Context: an optimization exercise on an open-source flow, tuned for small area, a short achievable clock period and few clock cycles. The choices shown serve that exercise and are no tape-out recipe.
The RTL was checked by simulation tests, not by an equivalence proof against the original design.
Power is estimated from default activity; no workload was simulated.

// cvu_core
module cvu_core (
    input  wire         clk,
    input  wire         rst,
    input  wire         go,
    input  wire [1:0]   go_alg,
    input  wire         go_init,
    input  wire         go_final,
    input  wire [30:0]  go_len,
    input  wire         ctx_we,
    input  wire [3:0]   ctx_sel,
    input  wire [31:0]  ctx_wdata,
    input  wire         done_clr,
    input  wire         in_valid,
    output wire         in_ready,
    input  wire [31:0]  in_data,
    output wire         busy,
    output reg          done,
    output reg          finalised,
    output reg  [3:0]   cfg_err,
    output wire [255:0] state,
    output wire [63:0]  count
);
Size: about 1,200 flip-flops, roughly 440 I/O pins.
clock: 11.0 ns
lec_check: 0
cap_margin: 20
core_margin: 2
core_utilization: 55
cts_cluster_diameter: 60
cts_cluster_size: 20
place_density: 0.7
slew_margin: 20
synth_hierarchical: 1
standard.sh (not shown) runs the stock make flow with config.mk's settings and CLKGATE_MAP_FILE= SYNTH_SCRIPT=/design/flow/synth_recipe.tcl, a recipe that flattens the netlist after the stock synthesis.
==> flow/flow/run.sh <==
#!/bin/bash
# The standard layout (standard.sh) with two changes to how it is made:
# ORFS's timing repair aims for 8 ns of setup slack on the design's clock
# (repair_timing -setup_margin 8) and works on the worst 5% of endpoints, and
# the port buffers are buf_2 cells. ORFS writes each step's log under
# orfs/logs; make's own output goes to standard_flow.log.
set -euo pipefail
bash standard.sh SETUP_SLACK_MARGIN=8 TNS_END_PERCENT=5 \
    "BUFFER_PORTS_ARGS=-buffer_cell sky130_fd_sc_hd__buf_2" finish > standard_flow.log 2>&1
Testbench counts at the start, summed over its fixed seeds: cycles 37,894.
==> next run, changes <==
==> flow/flow/run.sh (replaced) <==
#!/bin/bash
# The standard layout (standard.sh) with two changes to how it is made:
# ORFS's timing repair aims for 8 ns of setup slack on the design's clock
# (repair_timing -setup_margin 8) and works on the worst endpoint at a time, and
# the port buffers are buf_2 cells. ORFS writes each step's log under
# orfs/logs; make's own output goes to standard_flow.log.
set -euo pipefail
bash standard.sh SETUP_SLACK_MARGIN=8 TNS_END_PERCENT=0 \
    "BUFFER_PORTS_ARGS=-buffer_cell sky130_fd_sc_hd__buf_2" finish > standard_flow.log 2>&1
After rerunning:
- routed wire length shrinks by a few percent
- register-to-register slack gains 0.09 ns
- utilization goes down by 6.4 points
- synthesized area stays the same
- worst hold slack stays flat
- clock skew hardly moves
- sequential cell count does not change
==> next run, changes <==
==> flow/flow/run.sh (replaced) <==
#!/bin/bash
# The standard layout (standard.sh) with two changes to how it is made:
# ORFS's timing repair aims for 8 ns of setup slack on the design's clock
# (repair_timing -setup_margin 8) and works on the worst 1% of endpoints, and
# the port buffers are buf_2 cells. ORFS writes each step's log under
# orfs/logs; make's own output goes to standard_flow.log.
set -euo pipefail
bash standard.sh SETUP_SLACK_MARGIN=8 TNS_END_PERCENT=1 \
    "BUFFER_PORTS_ARGS=-buffer_cell sky130_fd_sc_hd__buf_2" finish > standard_flow.log 2>&1
Synthesized cell count stays the same. Routed wire length grows by 3.4%. Design area grows by 5.1%. Setup slack degrades by 0.023 ns. Register-to-register slack degrades by 0.02 ns. Via count grows by 2.9%. Power grows by 3.5%. Cell count grows by 2.5%. Global-route usage grows by 1.1 points.
==> next run, changes <==
==> flow/run.sh (new file) <==
#!/bin/bash
# synth_recipe.tcl (not shown) runs the flow's synth.tcl, then flattens the netlist and writes it again
# the make line also repeats each setting of config.mk as NAME=value (left out here)
make -C /OpenROAD-flow-scripts/flow DESIGN_CONFIG=/design/flow/config.mk WORK_HOME=/design/flow/orfs CLKGATE_MAP_FILE= SYNTH_SCRIPT=/design/flow/synth_recipe.tcl finish
Settings changed: SETUP_SLACK_MARGIN set to 5.
removed: flow/flow/run.sh
removed: flow/standard.sh
Outcome:
- routed wire length goes down by about 6%
- count of clock-buffer cells in the layout decreases by 9
- total power falls by 3.6%
- sequential power stays flat
- area after synthesis does not change
- fmax falls by about 19%
- die area does not change
==> next run, changes <==
==> flow/flow/run.sh (new file) <==
#!/bin/bash
# The standard layout (standard.sh) with two changes to how it is made:
# ORFS's timing repair aims for 9 ns of setup slack on the design's clock
# (repair_timing -setup_margin 9) and works on the worst endpoint at a time, and
# the port buffers are buf_2 cells. ORFS writes each step's log under
# orfs/logs; make's own output goes to standard_flow.log.
set -euo pipefail
bash standard.sh SETUP_SLACK_MARGIN=9 TNS_END_PERCENT=0 \
    "BUFFER_PORTS_ARGS=-buffer_cell sky130_fd_sc_hd__buf_2" finish > standard_flow.log 2>&1
==> flow/standard.sh (new file) <==
#!/bin/bash
# synth_recipe.tcl (not shown) runs the flow's synth.tcl, then flattens the netlist and writes it again
# the make line also repeats each setting of config.mk as NAME=value (left out here)
make -C /OpenROAD-flow-scripts/flow DESIGN_CONFIG=/design/flow/config.mk WORK_HOME=/design/flow/orfs CLKGATE_MAP_FILE= SYNTH_SCRIPT=/design/flow/synth_recipe.tcl "${@:-finish}"
Settings changed: SETUP_SLACK_MARGIN 5 to unset.
removed: flow/run.sh
The new run went through all stages and came out clean.
Clock power went up by about 2%.
Area after synthesis does not change.
Cell area went up by 0.40%.
Routed wire length went up by 3.0%.
Sequential power hardly moves.
First-iteration DRC count went up by 5.4%.
Maximum frequency went up by 23%.
Synthesized cell count does not change.
Utilization went up by 0.25 points.
Worst hold slack got worse by 0.014 ns.
Power is about the same.

[re-timing with driven ports]
The flow's constraints put no driver on any port. The routed layouts listed below were extracted and timed again, unchanged, in two steps.
Step 1, drivers: a clkbuf_16 drives clk and a buf_2 each remaining input, both assumed.
Step 2 also shifts input and output timing later by t, the mid clock arrival at the registers, as if the neighbouring blocks saw the same clock.
a / b / c = ideal ports / drivers / drivers and shift; a / b = the first two.
run	t, ns	setup slack, ns	hold WS [ns]	worst setup path at the end	worst slew at a driven data input, ns
the first run	0.853	6.303 / 6.303 / 6.303	0.390 / 0.390 / 0.390	register to register	0.22
the second run	0.847	6.395 / 6.395 / 5.707	0.390 / 0.390 / 0.390	input to register	0.22
the third run	0.847	6.373 / 6.373 / 5.818	0.389 / 0.389 / 0.389	input to register	0.22
the fourth run	0.849	5.317 / 5.317 / 4.960	0.404 / 0.404 / 0.404	input to register	0.19
the fifth run	0.847	6.395 / 6.395 / 5.707	0.390 / 0.390 / 0.390	input to register	0.22
After both steps every run listed still meets setup and hold.
